This is an optimization exercise on Yosys and OpenROAD, whose aim is small area, a short achievable clock period and few clock cycles per item, not a production implementation.
Where RTL was checked, it was by simulation tests only, not by an equivalence proof against the original.

==> inputs of run H <==
==> flow/design.v (excerpt) <==
module sr_gen (
    input  wire        clk,
    input  wire        rst,
    input  wire        in_valid,
    output wire        in_ready,
    input  wire        in_load,
    input  wire [63:0] in_j,
    input  wire [63:0] in_s,
    input  wire [31:0] in_t,
    input  wire [47:0] in_x,
    output wire        out_valid,
    input  wire        out_ready,
    output wire [23:0] out_u
);
clock: 12.0 ns
lec_check: 0
cap_margin: 50
core_margin: 2
core_utilization: 50
place_density: 0.65
setup_slack_margin: 0.4
slew_margin: 80
synth_hierarchical: 1
standard.sh (not shown) runs the stock make flow with config.mk's settings and CLKGATE_MAP_FILE= SYNTH_SCRIPT=/design/flow/synth_recipe.tcl, a recipe that flattens the netlist after the stock synthesis.
==> flow/flow/run.sh <==
#!/bin/bash
# Layout: the standard flow (standard.sh) with the standard synthesis
# unchanged. After synthesis two things differ from the standard run:
#  - the port buffers are buf_2 cells instead of the delay cell that
#    buffer_ports picks by default (every port still gets its buffer);
#  - the delay cells (clkdlybuf4s*, dlygate*, dlymetal*) are added to the
#    platform's don't-use list, so the repair of slew, capacitance and long
#    wires uses plain buffers.
# Each tool's output goes to a log file of its own in this folder.
set -euo pipefail
bash standard.sh synth > synth.log 2>&1
FULL=$(make -s -C "$FLOW_HOME" DESIGN_CONFIG="$PWD/config.mk" WORK_HOME="$PWD/orfs" \
       print-DONT_USE_CELLS 2> print_dont_use.log | sed -n 's/^DONT_USE_CELLS: //p')
DU="$FULL"
for c in clkdlybuf4s15_1 clkdlybuf4s15_2 clkdlybuf4s18_1 clkdlybuf4s18_2 \
         clkdlybuf4s25_1 clkdlybuf4s25_2 clkdlybuf4s50_1 clkdlybuf4s50_2 \
         dlygate4sd1_1 dlygate4sd2_1 dlygate4sd3_1 \
         dlymetal6s2s_1 dlymetal6s4s_1 dlymetal6s6s_1; do
  DU="$DU sky130_fd_sc_hd__$c"
done
echo "DONT_USE_CELLS=$DU" > dont_use.txt
bash standard.sh "DONT_USE_CELLS=$DU" \
  "BUFFER_PORTS_ARGS=-buffer_cell sky130_fd_sc_hd__buf_2" finish > layout.log 2>&1
==> run K: changes against run H <==
==> flow/flow/run.sh (replaced) <==
#!/bin/bash
# Layout: the standard flow (standard.sh), with the standard synthesis
# unchanged. After synthesis the delay cells (clkdlybuf4s*, dlygate*,
# dlymetal*) are added to the don't-use list, so that port buffering and the
# repair of slew and long wires use plain buffers. Each step's output goes to
# a log file in this folder.
set -euo pipefail
bash standard.sh synth > synth.log 2>&1
DU=""
for c in clkdlybuf4s15_1 clkdlybuf4s15_2 clkdlybuf4s18_1 clkdlybuf4s18_2 \
         clkdlybuf4s25_1 clkdlybuf4s25_2 clkdlybuf4s50_1 clkdlybuf4s50_2 \
         dlygate4sd1_1 dlygate4sd2_1 dlygate4sd3_1 \
         dlymetal6s2s_1 dlymetal6s4s_1 dlymetal6s6s_1; do
  DU="$DU sky130_fd_sc_hd__$c"
done
DONT_USE_CELLS="$DU" bash standard.sh finish > layout.log 2>&1
==> run A: changes against run H <==
==> flow/run.sh (new file) <==
#!/bin/bash
# synth_recipe.tcl (not shown) runs the flow's synth.tcl, then flattens the netlist and writes it again
# the make line also repeats each setting of config.mk as NAME=value (left out here)
make -C /OpenROAD-flow-scripts/flow DESIGN_CONFIG=/design/flow/config.mk WORK_HOME=/design/flow/orfs CLKGATE_MAP_FILE= SYNTH_SCRIPT=/design/flow/synth_recipe.tcl finish
removed: flow/flow/run.sh
removed: flow/standard.sh
==> comparison <==
Critical path depth: run H is lower than run K (9). First-iteration DRC count: run K is smaller than run H (about 4%). Run A finished clean. Run K went through all stages and came out clean. Run H finished clean. Of run H and run A, run H has the higher sequential share of layout area (gap 0.54 points). Between run K and run H, the lower worst hold slack is in run K (gap 0.036 ns). In synthesized cell count, run H and run K do not differ. Against run H, the clock skew of run A is higher by 0.021 ns. Die area is the same in run A and run H.
==> figures <==
                                                             run H          run K          run A
Largest net degree at the start of global routing               73             43             43
Startpoint of the most critical hold path             k3$_DFFE_PN_  a2[0]$_DFF_P_  a2[0]$_DFF_P_
Worst Setup Slack post-DPL                                 7.44 ns        7.17 ns        7.17 ns
Antenna diode count                                              3              1              1
Worst path required time                                  12.57 ns       12.60 ns       12.60 ns
Clock period minus final worst setup slack                 4.41 ns        4.52 ns        4.52 ns
Overall track demand over capacity in global routing         34.5%          34.2%          34.2%
End-of-flow core utilization                                 60.1%          61.0%          61.0%
Inserted Clock Buffers                                          82             84             84
First-pass GRT wire length                              284,000 um     281,000 um     281,000 um
Register Area                                         17,400 sq um   17,300 sq um   17,300 sq um
Slew margin rel.                                             80.3%          79.6%          79.6%
Status                                    timing/DRC/antenna clean  timing/DRC/antenna clean  timing/DRC/antenna clean
Area share of buffers outside the clock network              5.28%          6.88%          6.88%
No run of this note included a check of the RTL's function; only the layout flow was run.

========
==> trial 1: inputs <==
sr_gen, a different RTL version from the one above (not shown whole).
## sr_gen
module sr_gen (
    input  wire        clk,
    input  wire        rst,
    input  wire        in_valid,
    output wire        in_ready,
    input  wire        in_load,
    input  wire [63:0] in_j,
    input  wire [63:0] in_s,
    input  wire [31:0] in_t,
    input  wire [47:0] in_x,
    output wire        out_valid,
    input  wire        out_ready,
    output wire [23:0] out_u
);
    localparam [63:0] KEY_SALT = 64'h6A3D_2F59_C1B8_7E05;
    localparam integer D = 6;     
    localparam [2:0] ST_IDLE = 3'd0;    
    localparam [2:0] ST_K1   = 3'd1;    
    localparam [2:0] ST_I2   = 3'd2;    
    localparam [2:0] ST_K2   = 3'd3;    
    localparam [2:0] ST_I3   = 3'd4;    
    localparam [2:0] ST_K3   = 3'd5;    
    reg  [2:0]  st;
    reg  [63:0] key;
    reg  [31:0] t_hold;
    reg         rdy, rdy_o;             
    reg         v1, v2, v3, v4;         
    reg         k1, k2, k3, k4;         
    reg  [63:0] a1, na1;
    reg  [63:0] a2, na2;
    wire ta_s1, ta_c1;
    sr_fa ta_fata_s1 (.a(na1[4]), .b(a1[2]), .c(a1[0]), .s(ta_s1), .co(ta_c1));
    wire ta_s2, ta_c2;
    sr_fa ta_fata_s2 (.a(na1[5]), .b(a1[3]), .c(a1[1]), .s(ta_s2), .co(ta_c2));
    wire ta_s3, ta_c3;
    sr_fa ta_fata_s3 (.a(na1[6]), .b(a1[4]), .c(a1[2]), .s(ta_s3), .co(ta_c3));
    wire ta_s4, ta_c4;
  ...
export LEC_CHECK = 0
export CAP_MARGIN = 30
export CORE_MARGIN = 2
export CORE_UTILIZATION = 50
export CTS_BUF_LIST = sky130_fd_sc_hd__clkbuf_4 sky130_fd_sc_hd__clkbuf_8
export PLACE_DENSITY = 0.65
export SETUP_SLACK_MARGIN = 0.4
export SLEW_MARGIN = 60
export SYNTH_HIERARCHICAL = 1
create_clock -name core_clock -period 12.0 [get_ports {clk}]
==> flow/flow/run.sh <==
#!/bin/bash
# Layout: the standard flow (standard.sh) with the standard synthesis
# unchanged. After synthesis two things differ from the standard run:
#  - the port buffers are buf_2 cells instead of the delay cell that
#    buffer_ports picks by default (every port still gets its buffer);
#  - the delay cells (clkdlybuf4s*, dlygate*, dlymetal*) are added to the
#    platform's don't-use list, so the repair of slew, capacitance and long
#    wires uses plain buffers.
# Each tool's output goes to a log file of its own in this folder.
set -euo pipefail
bash standard.sh synth > synth.log 2>&1
FULL=$(make -s -C "$FLOW_HOME" DESIGN_CONFIG="$PWD/config.mk" WORK_HOME="$PWD/orfs" \
       print-DONT_USE_CELLS 2> print_dont_use.log | sed -n 's/^DONT_USE_CELLS: //p')
DU="$FULL"
for c in clkdlybuf4s15_1 clkdlybuf4s15_2 clkdlybuf4s18_1 clkdlybuf4s18_2 \
         clkdlybuf4s25_1 clkdlybuf4s25_2 clkdlybuf4s50_1 clkdlybuf4s50_2 \
         dlygate4sd1_1 dlygate4sd2_1 dlygate4sd3_1 \
         dlymetal6s2s_1 dlymetal6s4s_1 dlymetal6s6s_1; do
  DU="$DU sky130_fd_sc_hd__$c"
done
echo "DONT_USE_CELLS=$DU" > dont_use.txt
bash standard.sh "DONT_USE_CELLS=$DU" \
  "BUFFER_PORTS_ARGS=-buffer_cell sky130_fd_sc_hd__buf_2" finish > layout.log 2>&1
==> build 95: changes against trial 1 <==
--- a/flow/design.v
+++ b/flow/design.v
@@ -10,21 +10,19 @@
     input  wire [47:0] in_x,
     output wire        out_valid,
     input  wire        out_ready,
     output wire [23:0] out_u
 );
     localparam [63:0] KEY_SALT = 64'h6A3D_2F59_C1B8_7E05;
     localparam integer D = 6;     
-    localparam [2:0] ST_IDLE = 3'd0;    
-    localparam [2:0] ST_K1   = 3'd1;    
-    localparam [2:0] ST_I2   = 3'd2;    
-    localparam [2:0] ST_K2   = 3'd3;    
-    localparam [2:0] ST_I3   = 3'd4;    
-    localparam [2:0] ST_K3   = 3'd5;    
-    reg  [2:0]  st;
+    localparam [1:0] ST_IDLE = 2'd0;    
+    localparam [1:0] ST_K1   = 2'd1;    
+    localparam [1:0] ST_K2   = 2'd2;    
+    localparam [1:0] ST_K3   = 2'd3;    
+    reg  [1:0]  st;
     reg  [63:0] key;
     reg  [31:0] t_hold;
     reg         rdy, rdy_o;             
     reg         v1, v2, v3, v4;         
     reg         k1, k2, k3, k4;         
     reg  [63:0] a1, na1;
     reg  [63:0] a2, na2;
@@ -2621,30 +2619,28 @@
     wire pop    = ov && out_ready;
     wire push   = v4 && !k4;
     wire hfree  = !ov || pop;           
     wire fempty = !fcnt[0];
     wire fpush  = push && !(hfree && fempty);
     wire fpop   = hfree && !fempty;
     wire kr     = v4 && k4;             
-    wire issue  = (st == ST_I2) || (st == ST_I3);
-    wire [63:0] z_a = in_load && !issue ? KEY_SALT : key;
-    wire [63:0] z_b = issue ? 64'd0 : (in_load ? in_j : {16'd0, in_x});
-    wire [63:0] z   = z_a ^ z_b;
+    wire fwd    = kr && (st != ST_K3);  
+    wire [63:0] z_a = in_load ? KEY_SALT : key;
+    wire [63:0] z_b = in_load ? in_j : {16'd0, in_x};
+    wire [63:0] z_w = (st == ST_K1) ? key : {32'd0, t_hold};
+    wire [63:0] z   = fwd ? r ^ z_w : z_a ^ z_b;
     wire [63:0] a1_d = z ^ (z >> 31);
-    reg  [2:0] st_n;
+    reg  [1:0] st_n;
     always @(*) begin
         st_n = st;
         case (st)
             ST_IDLE: if (tload) st_n = ST_K1;
-            ST_K1:   if (kr) st_n = ST_I2;
-            ST_I2:   st_n = ST_K2;
-            ST_K2:   if (kr) st_n = ST_I3;
-            ST_I3:   st_n = ST_K3;
-            ST_K3:   if (kr) st_n = ST_IDLE;
-            default: st_n = ST_IDLE;
+            ST_K1:   if (kr) st_n = ST_K2;
+            ST_K2:   if (kr) st_n = ST_K3;
+            default: if (kr) st_n = ST_IDLE;
         endcase
     end
     wire [D-1:0] cnt_n = (telem && !pop) ? {cnt[D-2:0], 1'b1} :
                          (pop && !telem) ? {1'b0, cnt[D-1:1]} : cnt;
     wire rdy_n = !cnt_n[D-1] && (st_n == ST_IDLE);
     always @(posedge clk) begin
         if (rst) begin
@@ -2663,18 +2659,18 @@
             ov    <= 1'b0;
         end else begin
             st    <= st_n;
             rdy   <= rdy_n;
             rdy_o <= rdy_n;
             if (tload)
                 key <= in_s;
-            else if (kr)
-                key <= r ^ ((st == ST_K1) ? key : (st == ST_K2) ? {32'd0, t_hold} : 64'd0);
-            v1 <= take || issue;
-            k1 <= tload || issue;
+            else if (kr && st == ST_K3)
+                key <= r;
+            v1 <= take || fwd;
+            k1 <= tload || fwd;
             v2 <= v1;
             k2 <= k1;
             v3 <= v2;
             k3 <= k2;
             v4 <= v3;
             k4 <= k3;
             if (hfree)
@@ -2695,15 +2691,15 @@
             t_hold <= in_t;
         a1  <= a1_d;
         na1 <= ~a1_d;
         cs1 <= cs1_d;
         a2  <= a2_d;
         na2 <= ~a2_d;
         cs2 <= cs2_d;
-        if (fpush)
+        if (push)                       
             fifo[wp] <= r[63:40];
         if (hfree)
             ou <= fempty ? r[63:40] : fifo[rp];
     end
 endmodule
 module sr_fa (
     input  wire a,
CAP_MARGIN = 50   (was 30)
CTS_BUF_LIST = not set   (was sky130_fd_sc_hd__clkbuf_4 sky130_fd_sc_hd__clkbuf_8)
SLEW_MARGIN = 80   (was 60)
==> trial 71: changes against trial 1 <==
CAP_MARGIN = 50   (was 30)
CTS_BUF_LIST = not set   (was sky130_fd_sc_hd__clkbuf_4 sky130_fd_sc_hd__clkbuf_8)
SLEW_MARGIN = 80   (was 60)
==> trial 24: changes against trial 1 <==
CAP_MARGIN = 20   (was 30)
CTS_BUF_LIST = not set   (was sky130_fd_sc_hd__clkbuf_4 sky130_fd_sc_hd__clkbuf_8)
SLEW_MARGIN = 40   (was 60)
==> results.py <==
metrics = {
    "outcome": {
        "status": "complete, no violations",
    },
    "setup_path": {
        "crit_top_cell": "buf_2",
        "crit_family": "simple AND/OR/NAND/NOR gates",
        "crit_path_max_fanout": 6,
    },
    "clock_tree": {
        "h-tree-depth": 3,
    },
    "drt": {
        "m1WireLength_um": 77080,
        "met2RoutedLength_um": 92620,
        "wire_per_inst_um": 31.05,
        "totalWireLength_um": 204100,
    },
    "cells_and_area": {
        "clk_share_pct": 3.935,
        "multi_input_area_share_pct": 60.89,
        "area_delta_synth_final_pct": 21.17,
    },
    "timing": {
        "fmax_mhz": 210.4,
    },
    "grt": {
        "grt_use_met3_pct": 8.587,
    },
    "yosys": {
        "ys_top_cells_by_count": "fa_1 (1220), dfxtp_1 (580), nor2_1 (248)",
    },
    "placed_design": {
        "postPlaceCellArea_mm2": 0.06666,
    },
}
# the run above: build 95

==> results.py <==
metrics = {
    "outcome": {
        "status": "complete, no violations",
    },
    "setup_path": {
        "crit_path_max_fanout": 5,
        "crit_family": "adder cells",
    },
    "grt": {
        "grt_use_met3_pct": 9.449,
    },
    "placed_design": {
        "postPlaceCellArea_mm2": 0.06525,
    },
    "cells_and_area": {
        "clk_share_pct": 4.210,
        "fin_cells": 6491,
        "area_delta_synth_final_pct": 19.99,
        "multi_input_area_share_pct": 60.39,
    },
    "clock_tree": {
        "h-tree-depth": 3,
    },
    "drt": {
        "totalWireLength_um": 198800,
        "wire_per_inst_um": 30.62,
        "met2RoutedLength_um": 92360,
    },
    "timing": {
        "fmax_mhz": 232.2,
    },
    "yosys": {
        "ys_top_cells_by_count": "fa_1 (1220), dfxtp_1 (581), nor2_1 (254)",
    },
}
# the run above: trial 71

==> results.py <==
metrics = {
    "cells_and_area": {
        "clk_share_pct": 4.877,
        "multi_input_area_share_pct": 61.37,
    },
    "outcome": {
        "status": "complete, no violations",
    },
    "placed_design": {
        "postPlaceCellArea_mm2": 0.06043,
    },
    "setup_path": {
        "crit_top_cell": "fa_1",
        "crit_path_max_fanout": 7,
    },
    "drt": {
        "met2RoutedLength_um": 90720,
        "m1WireLength_um": 73340,
        "wire_per_inst_um": 31.67,
    },
    "timing": {
        "fmax_mhz": 208.6,
    },
}
# the run above: trial 24

==> results.py <==
metrics = {
    "drt": {
        "wl_met3_um": 20430,
        "met2RoutedLength_um": 91310,
        "ant_nets": 1,
        "totalWireLength_um": 196500,
    },
    "clock_tree": {
        "h-tree-depth": 4,
    },
    "grt": {
        "grt_use_met3_pct": 9.399,
        "antenna_found_initial": 4,
    },
    "setup_path": {
        "rr_startpoint": "a2[7]",
        "crit_family": "adder cells",
        "crit_top_cell": "fa_1",
        "critPathLaunchType": "register",
    },
    "outcome": {
        "status": "failed layout checks",
        "failed_checks": "antenna violations",
    },
    "cells_and_area": {
        "multi_input_area_share_pct": 61.46,
    },
    "yosys": {
        "synth_ff_type": "dfxtp_1",
    },
    "timing": {
        "fmax_mhz": 226.4,
    },
}
# the run above: trial 1

Testbench counts of trial 1, summed over its fixed seeds: cycles 26,224, items 23,844.
Testbench counts of trial 71, summed over its fixed seeds: cycles 26,224, items 23,844.
Testbench counts of trial 24, summed over its fixed seeds: cycles 26,224, items 23,844.
No functional check of the RTL was part of build 95.

[separate check: timing with driven ports]
Ports are ideal in the flow. The routed layouts listed here were re-timed in OpenROAD. Step 1 assumes that a clkbuf_16 drives the clock port and a buf_2 every other input. Step 2 also shifts input and output timing later by t, the mid clock arrival at the registers, as if the neighbouring blocks saw the same clock. a / b / c = ideal ports / drivers / drivers and shift; a / b = the first two.
run	t, ns	slack for setup (ns)	hold WS [ns]	clock arrival spread, ns	slew at the worst register clock pin (ns)
run H	0.746	7.592 / 7.592 / 7.502	0.419 / 0.419 / 0.419	0.056 / 0.057	0.07 / 0.07
run K	0.748	7.480 / 7.480 / 7.145	0.383 / 0.383 / 0.383	0.074 / 0.074	0.07 / 0.07
run A	0.748	7.480 / 7.480 / 7.145	0.383 / 0.383 / 0.383	0.074 / 0.074	0.07 / 0.07
trial 1	0.913	7.583 / 7.583 / 6.971	0.420 / 0.420 / 0.420	0.050 / 0.050	0.08 / 0.08
build 95	0.732	7.247 / 7.247 / 7.247	0.435 / 0.435 / 0.435	0.036 / 0.037	0.07 / 0.07
trial 71	0.744	7.693 / 7.693 / 7.260	0.420 / 0.420 / 0.420	0.039 / 0.040	0.07 / 0.07
trial 24	0.758	7.207 / 7.207 / 6.686	0.421 / 0.421 / 0.421	0.034 / 0.033	0.07 / 0.07
For trial 1, which loses most, drivers alone change the setup slack by 0.000 ns; drivers and shift together by -0.612 ns.
